What follows belongs to an exercise in optimizing a design on an open flow for small area and a short achievable clock period; a production flow would make more cautious choices. Where RTL was checked, it was by simulation tests only, not by an equivalence proof against the original. The flow treats the clock pin as an ideal source. Dropping or thinning the clock tree relies on that and would not hold on a real chip. No activity file was given, so power comes from the tool's default toggle rates.

Design can_fd_rx, start of the top module:
module can_fd_rx (
    input  wire        clk,
    input  wire        rst,
    input  wire        fd_en,
    input  wire        pex_en,
    input  wire        rx_valid,
    input  wire        rx_bit,
    output reg         ev_hdr,
    output wire [28:0] hdr_ident,
    output reg         hdr_ide,
    output reg         hdr_rtr,
    output reg         hdr_fdf,
    output reg         hdr_brs,
    output reg         hdr_esi,
    output reg  [3:0]  hdr_dlc,
    output reg  [6:0]  hdr_len,
    output reg         ev_word,
    output wire [3:0]  word_idx,
    output wire [31:0] word_data,
    output reg         ev_ack,
    output reg         ev_valid,
    output reg         ev_end,
    output reg         ev_eofdom,
    output reg         ev_pex,
    output reg         ev_err,
    output wire [3:0]  err_kind,
    output wire [4:0]  err_field
);
    localparam [4:0] F_BASE_ID     = 5'h01;
    localparam [4:0] F_RTR_SRR     = 5'h02;
    localparam [4:0] F_IDE         = 5'h03;
    localparam [4:0] F_EXT_ID      = 5'h04;
    localparam [4:0] F_RTR2        = 5'h05;
    localparam [4:0] F_FDF         = 5'h06;
    localparam [4:0] F_RES         = 5'h07;
    localparam [4:0] F_BRS         = 5'h08;
    localparam [4:0] F_ESI         = 5'h09;
    localparam [4:0] F_DLC         = 5'h0A;
    localparam [4:0] F_DATA        = 5'h0B;
    localparam [4:0] F_STUFF_COUNT = 5'h0C;
    localparam [4:0] F_CRC         = 5'h0D;
    localparam [4:0] F_CRC_DELIM   = 5'h0E;
    localparam [4:0] F_ACK         = 5'h0F;
    localparam [4:0] F_ACK_DELIM   = 5'h10;
    localparam [4:0] F_EOF         = 5'h11;
    localparam [2:0] E_STUFF       = 3'h3;
    localparam [2:0] E_FORM        = 3'h4;
    localparam [2:0] E_CRC         = 3'h5;
    localparam [2:0] E_STUFF_COUNT = 3'h6;
    localparam [14:0] POLY15 = 15'h4599;
    localparam [16:0] POLY17 = 17'h1685B;
    localparam [20:0] POLY21 = 21'h102899;
    reg v, b, fe, pe;
    always @(posedge clk) begin
        v  <= rx_valid;
        b  <= rx_bit;
        fe <= fd_en;
        pe <= pex_en;
    end
    reg        active;
    reg [4:0]  cur;         
    reg [8:0]  cnt;         
    reg        fresh;       
    reg [2:0]  run;         
  ...
export LEC_CHECK = 0
export ABC_AREA = 1
export CAP_MARGIN = 20
export CORE_MARGIN = 2
export CORE_UTILIZATION = 40
export PLACE_DENSITY = 0.6
export SETUP_SLACK_MARGIN = 3.0
export SLEW_MARGIN = 20
create_clock -name core_clock -period 5.0 [get_ports {clk}]
standard.sh (not shown) runs the stock make flow with config.mk's settings and CLKGATE_MAP_FILE= SYNTH_SCRIPT=/design/flow/synth_recipe.tcl, a recipe that flattens the netlist after the stock synthesis.
==> flow/flow/run.sh <==
#!/bin/bash
# Standard layout with two changes:
#  - the port buffers are made from the smallest buffer (sky130_fd_sc_hd__buf_1)
#    instead of the resizer's default choice; timing repair still resizes any
#    of them that is on a critical path;
#  - the clock tree is a balanced two-level tree built by flow/cts_pre.tcl
#    (clk -> 4 buffers -> 8 buffers -> flip-flops, sinks clustered by
#    location) in place of TritonCTS's H-tree; the rest of the CTS step
#    (legalization, setup and hold repair) runs as usual.
set -euo pipefail
here=$(pwd)
export BUFFER_PORTS_ARGS="-buffer_cell sky130_fd_sc_hd__buf_1"
export PRE_CTS_TCL="$here/flow/cts_pre.tcl"
bash standard.sh > standard.log 2>&1
Other scripts of this flow, unchanged in this note and not shown: flow/flow/cts_pre.tcl
The first run produced a clean layout.
Rerun with:
--- a/flow/design.v
+++ b/flow/design.v
@@ -114,19 +114,18 @@
     wire i_fdcrc   = (cnt[4:0] == (wide ? 5'd23 : 5'd19));
     wire i_eof5    = nf & (cnt[2:0] == 3'd4);
     wire i_eof6    = nf & (cnt[2:0] == 3'd5);
     wire [8:0] cnt1 = fresh ? 9'd0 : cnt + 9'd1;
     wire [1:0] lane = fresh ? 2'd0 : (cnt[2:0] == 3'd7) ? cnt[4:3] + 2'd1 : cnt[4:3];
     wire z15 = (crc15 == 15'd0);
     wire z17 = (crc17 == 17'd0);
     wire z21 = (crc21 == 21'd0);
     wire crc_ok = fd ? (~scerr & (wide ? z21 : z17)) : z15;
-    reg  crc_okr;
     reg sc_exp;
     always @* begin
         if (fresh) sc_exp = stuffc[2];
         else case (cnt[1:0])
             2'd0:    sc_exp = stuffc[2] ^ stuffc[1];
             2'd1:    sc_exp = stuffc[1] ^ stuffc[0];
             default: sc_exp = stuffc[0];
         endcase
     end
@@ -161,19 +160,19 @@
     wire f_dlc    = c_dlc & i_m4_3;
     wire f_data   = c_data & i_byte7 & lbf;
     wire end_data = (f_dlc & len_z) | f_data;
     wire f_sc     = c_sc & i_m4_3;
     wire f_crc    = c_crc & (fd ? i_fdcrc : i_c14);
     wire x_fdf    = c_fdf & b & ~fe;                 
     wire x_res    = c_res & fd & b;                  
     wire x_bad    = x_fdf | x_res;
     wire x_form   = (c_crcdel | c_ackdel | (c_eof & ~i_eof6)) & ~b;
-    wire x_crc    = c_ackdel & b & ~crc_okr;
+    wire x_crc    = c_ackdel & b & ~crc_ok;
     wire d_pex    = x_bad & pe;
     wire d_err    = (x_bad & ~pe) | x_form | x_crc;
     wire d_eofdom = c_eof & i_eof6 & ~b;
     wire d_end    = c_eof & i_eof6 & b;
     wire d_valid  = c_eof & i_eof5 & b;
     wire d_ack    = c_crcdel & b & crc_ok;
     wire d_hdr    = f_dlc;
     wire d_word   = c_data & i_byte7 & ((cnt[4:3] == 2'd3) | lbf);
     wire d_stop   = d_pex | d_err | d_eofdom | d_end;
@@ -193,19 +192,19 @@
             F_RES:         begin nxt = fd ? F_BRS : F_DLC; adv = ~x_res; end
             F_BRS:         begin nxt = F_ESI; adv = 1'b1; end
             F_ESI:         begin nxt = F_DLC; adv = 1'b1; end
             F_DLC:         begin nxt = len_z ? (fd ? F_STUFF_COUNT : F_CRC) : F_DATA; adv = i_m4_3; end
             F_DATA:        begin nxt = fd ? F_STUFF_COUNT : F_CRC; adv = f_data; end
             F_STUFF_COUNT: begin nxt = F_CRC; adv = i_m4_3; end
             F_CRC:         begin nxt = F_CRC_DELIM; adv = f_crc; end
             F_CRC_DELIM:   begin nxt = F_ACK; adv = b; end
             F_ACK:         begin nxt = F_ACK_DELIM; adv = 1'b1; end
-            F_ACK_DELIM:   begin nxt = F_EOF; adv = b & crc_okr; end
+            F_ACK_DELIM:   begin nxt = F_EOF; adv = b & crc_ok; end
             default:       begin nxt = cur; adv = 1'b0; end
         endcase
     end
     integer i;
     always @(posedge clk) begin
         if (rst) begin
             active    <= 1'b0;
             ev_hdr    <= 1'b0;
             ev_word   <= 1'b0;
@@ -258,19 +257,18 @@
             run    <= same ? run + 3'd1 : 3'd1;
             last   <= b;
             stf    <= (end_data & fd) | ((c_sc | c_crc) & fd & i_m4_3) |
                       (dyn & same & (run == 3'd4));
             if ((end_data & fd) | (c_crc & ~fd & i_c14)) dyn <= 1'b0;
         end
         if (dbit)
             sfield <= (end_data & fd) ? F_STUFF_COUNT : cur;
         lbf <= ({1'b0, cnt[8:3]} + 7'd1 == hdr_len);
-        crc_okr <= crc_ok;
         if (!active) begin
             crc15 <= 15'd0;
             crc17 <= POLY17;
             crc21 <= POLY21;
         end else if (in_bit && c_crcs) begin
             if (!stf)
                 crc15 <= {crc15[13:0], 1'b0} ^ ((b ^ crc15[14]) ? POLY15 : 15'd0);
             if (!stf || dyn) begin
                 crc17 <= {crc17[15:0], 1'b0} ^ ((b ^ crc17[16]) ? POLY17 : 17'd0);
Effect:
- sequential cell count goes down by 1
- final area is lower by about 1.7%
- maximum frequency rose by 4.5%
- utilization is lower by 0.63 points
- clock skew shrinks by 0.0044 ns
- combinational power fell by about 22%
- routed wire length went down by about 3.4%
- power goes down by about 5%
- area after synthesis decreases by 0.66%
- die area falls by 0.64%
No functional check of the RTL was part of the first run of this note. In every run of this note, the design's own scripts or RTL, not TritonCTS, make the clock network.

== run a ==
can_fd_rx, a different RTL version from the one above (not shown whole).
Size: roughly 960 cells after synthesis, ~100 I/O pins.
export LEC_CHECK = 0
export ABC_AREA = 1
export CAP_MARGIN = 20
export CORE_MARGIN = 2
export CORE_UTILIZATION = 40
export PLACE_DENSITY = 0.6
export SETUP_SLACK_MARGIN = 3.05
export SLEW_MARGIN = 20
create_clock -name core_clock -period 5.0 [get_ports {clk}]
Scripts as last shown in full above: flow/flow/run.sh
Other scripts of this flow, unchanged in this note and not shown: flow/flow/cts_pre.tcl
Input-level comparison between run b and run a:
diff --git a/flow/design.v b/flow/design.v
--- a/flow/design.v
+++ b/flow/design.v
@@ -43,59 +43,61 @@
     localparam [4:0] F_ACK         = 5'h0F;
     localparam [4:0] F_ACK_DELIM   = 5'h10;
     localparam [4:0] F_EOF         = 5'h11;
     localparam [2:0] E_STUFF       = 3'h3;
     localparam [2:0] E_FORM        = 3'h4;
     localparam [2:0] E_CRC         = 3'h5;
     localparam [2:0] E_STUFF_COUNT = 3'h6;
     localparam [14:0] POLY15 = 15'h4599;
     localparam [16:0] POLY17 = 17'h1685B;
     localparam [20:0] POLY21 = 21'h102899;
     reg v, b, fe, pe;
+    reg same;               
+    reg last;               
+    reg active;
     always @(posedge clk) begin
         v  <= rx_valid;
         b  <= rx_bit;
         fe <= fd_en;
         pe <= pex_en;
+        same <= (rx_bit == ((v & (active | ~b)) ? b : last));
     end
-    reg        active;
     reg [4:0]  cur;         
     reg [8:0]  cnt;         
     reg        fresh;       
     reg [2:0]  run;         
-    reg        last;        
     reg        dyn;         
     reg        stf;         
     reg [4:0]  sfield;      
     reg [2:0]  stuffc;      
     reg        scerr;       
     reg [14:0] crc15;
     reg [16:0] crc17;
     reg [20:0] crc21;
     reg [31:0] r;           
+    reg        lbf;         
     reg        fin;         
     reg        crc_okr;     
     assign hdr_ident = r[28:0];
     assign hdr_rtr   = r[31];
     assign hdr_esi   = r[30];
     assign hdr_brs   = r[29];
     assign hdr_dlc   = cnt[8:5];
     assign word_data = r;
     assign word_idx  = cnt[8:5];
     assign err_kind  = {1'b0, hdr_len[2:0]};
     assign err_field = cur;
     wire in_bit = v & active;
     wire dbit   = in_bit & ~stf;         
     wire sbit   = in_bit & stf;          
     wire sof    = v & ~active & ~b;
-    wire same   = (b == last);
     wire c_base   = (cur == F_BASE_ID);
     wire c_rtr1   = (cur == F_RTR_SRR);
     wire c_ide    = (cur == F_IDE);
     wire c_ext    = (cur == F_EXT_ID);
     wire c_rtr2   = (cur == F_RTR2);
     wire c_fdf    = (cur == F_FDF);
     wire c_res    = (cur == F_RES);
     wire c_brs    = (cur == F_BRS);
     wire c_esi    = (cur == F_ESI);
     wire c_dlc    = (cur == F_DLC);
     wire c_data   = (cur == F_DATA);
@@ -160,42 +162,41 @@
     wire f_dlc    = c_dlc & fin;
     wire f_data   = c_data & fin;
     wire end_data = (f_dlc & len_z) | f_data;
     wire f_crc    = c_crc & fin;
     reg pre_fin;
     always @* begin
         case (cur)
             F_BASE_ID:     pre_fin = nf & (cnt[3:0] == 4'd8);
             F_EXT_ID:      pre_fin = nf & (cnt[4:0] == 5'd15);
             F_DLC:         pre_fin = nf & (cnt[1:0] == 2'd1);
             F_STUFF_COUNT: pre_fin = nf & (cnt[1:0] == 2'd1);
-            F_DATA:        pre_fin = nf & (cnt[2:0] == 3'd5) &
-                                     ({1'b0, cnt[8:3]} + 7'd1 == hdr_len);
+            F_DATA:        pre_fin = nf & (cnt[2:0] == 3'd5) & lbf;
             F_CRC:         pre_fin = fd ? (cnt[4:0] == (wide ? 5'd22 : 5'd18))
                                         : nf & (cnt[3:0] == 4'd12);
             default:       pre_fin = 1'b0;
         endcase
     end
     wire x_fdf    = c_fdf & b & ~fe;                 
     wire x_res    = c_res & fd & b;                  
     wire x_bad    = x_fdf | x_res;
     wire x_form   = (c_crcdel | c_ackdel | (c_eof & ~i_eof6)) & ~b;
     wire x_crc    = c_ackdel & b & ~crc_okr;
     wire d_pex    = x_bad & pe;
     wire d_err    = (x_bad & ~pe) | x_form | x_crc;
     wire d_eofdom = c_eof & i_eof6 & ~b;
     wire d_end    = c_eof & i_eof6 & b;
     wire d_valid  = c_eof & i_eof5 & b;
     wire d_ack    = c_crcdel & b & crc_ok;
     wire d_hdr    = f_dlc;
-    wire d_word   = c_data & i_byte7 & ((cnt[4:3] == 2'd3) | fin);
+    wire d_word   = c_data & i_byte7 & ((cnt[4:3] == 2'd3) | lbf);
     wire d_stop   = d_pex | d_err | d_eofdom | d_end;
     wire s_err    = sbit & same;                     
     reg [4:0] nxt;
     reg       adv;       
     always @* begin
         nxt = cur;
         adv = 1'b0;
         case (cur)
             F_BASE_ID:     begin nxt = F_RTR_SRR; adv = fin; end
             F_RTR_SRR:     begin nxt = F_IDE; adv = 1'b1; end
             F_IDE:         begin nxt = b ? F_EXT_ID : F_FDF; adv = 1'b1; end
@@ -269,22 +270,23 @@
             stf    <= 1'b0;
             if (dyn) stuffc <= stuffc + 3'd1;
         end else if (dbit) begin
             run    <= same ? run + 3'd1 : 3'd1;
             last   <= b;
             stf    <= (end_data & fd) | ((c_sc | c_crc) & fd & i_m4_3) |
                       (dyn & same & (run == 3'd4));
             if ((end_data & fd) | (f_crc & ~fd)) dyn <= 1'b0;
         end
         if (dbit)
             sfield <= (end_data & fd) ? F_STUFF_COUNT : cur;
+        lbf <= ({1'b0, cnt[8:3]} + 7'd1 == hdr_len);
         crc_okr <= crc_ok;
         if (sof)
             fin <= 1'b0;
         else if (dbit)
             fin <= ~adv & pre_fin;
         if (!active) begin
             crc15 <= 15'd0;
             crc17 <= POLY17;
             crc21 <= POLY21;
         end else if (in_bit && c_crcs) begin
             if (!stf)
==> summary.txt <==
- Tapcell count in run b vs run a: down 4
- Area growth from synthesis to layout delta for run b relative to run a: 0.39 points higher
- Run b against run a: global-route usage now larger; total power now larger.
- Going from run a to run b, wire length saw a decrease, final core utilization rose 0.52 points, netlist area before placement down 190 um^2, sequential fraction of total cell area increased by 1.5 points relative to the old numbers, flip-flop and latch count now sits higher.
- Final estimated routing congestion in global placement, run a and run b, lower one = run b.
- Summary: with run a as the reference, number of non-clock inverters in the layout in run b moved down by more than 10%.
- Startpoint of the most critical setup path = r[28]: run a; startpoint of the most critical setup path = hdr_fdf: run b
- [compare] base=run a new=run b: via count fell by 201; relative contribution of combinational cells to total power grew by 0.9 points.
- Run b: number of combinational gates with multiple inputs is about 4% lower than what run a reported.
No run of this note included a check of the RTL's function; only the layout flow was run. No run of this note takes its clock network from TritonCTS; it comes from the design's own scripts or RTL.

[separate check: timing with driven ports]
In the flow no input, the clock included, has a driving cell. The finished layouts below were timed again as built, in two steps.
Step 1 assumes that a clkbuf_16 drives the clock port and a buf_2 every other input.
Step 2, shift: input delay + t, output delay - t, t = (earliest + latest rising clock arrival at the registers) / 2. This alone moves slack from input paths to output paths.
a / b / c = ideal ports / drivers / drivers and shift; a / b = the first two.
run	shift t [ns]	setup WS [ns]	hold WS [ns]	clock arrival spread, ns
the first run of note 1	0.358	2.944 / 2.945 / 2.945	0.450 / 0.450 / 0.450	0.029 / 0.029
the second run of note 1	0.355	3.034 / 2.956 / 3.038	0.462 / 0.462 / 0.462	0.025 / 0.025
run a	0.348	3.079 / 3.003 / 2.999	0.458 / 0.458 / 0.458	0.091 / 0.092
run b	0.361	3.023 / 2.943 / 3.036	0.460 / 0.460 / 0.460	0.026 / 0.025
After both steps every run listed still meets setup and hold. The setup slack of run a, which loses most, moves by -0.076 ns with the drivers and by -0.080 ns with both steps.
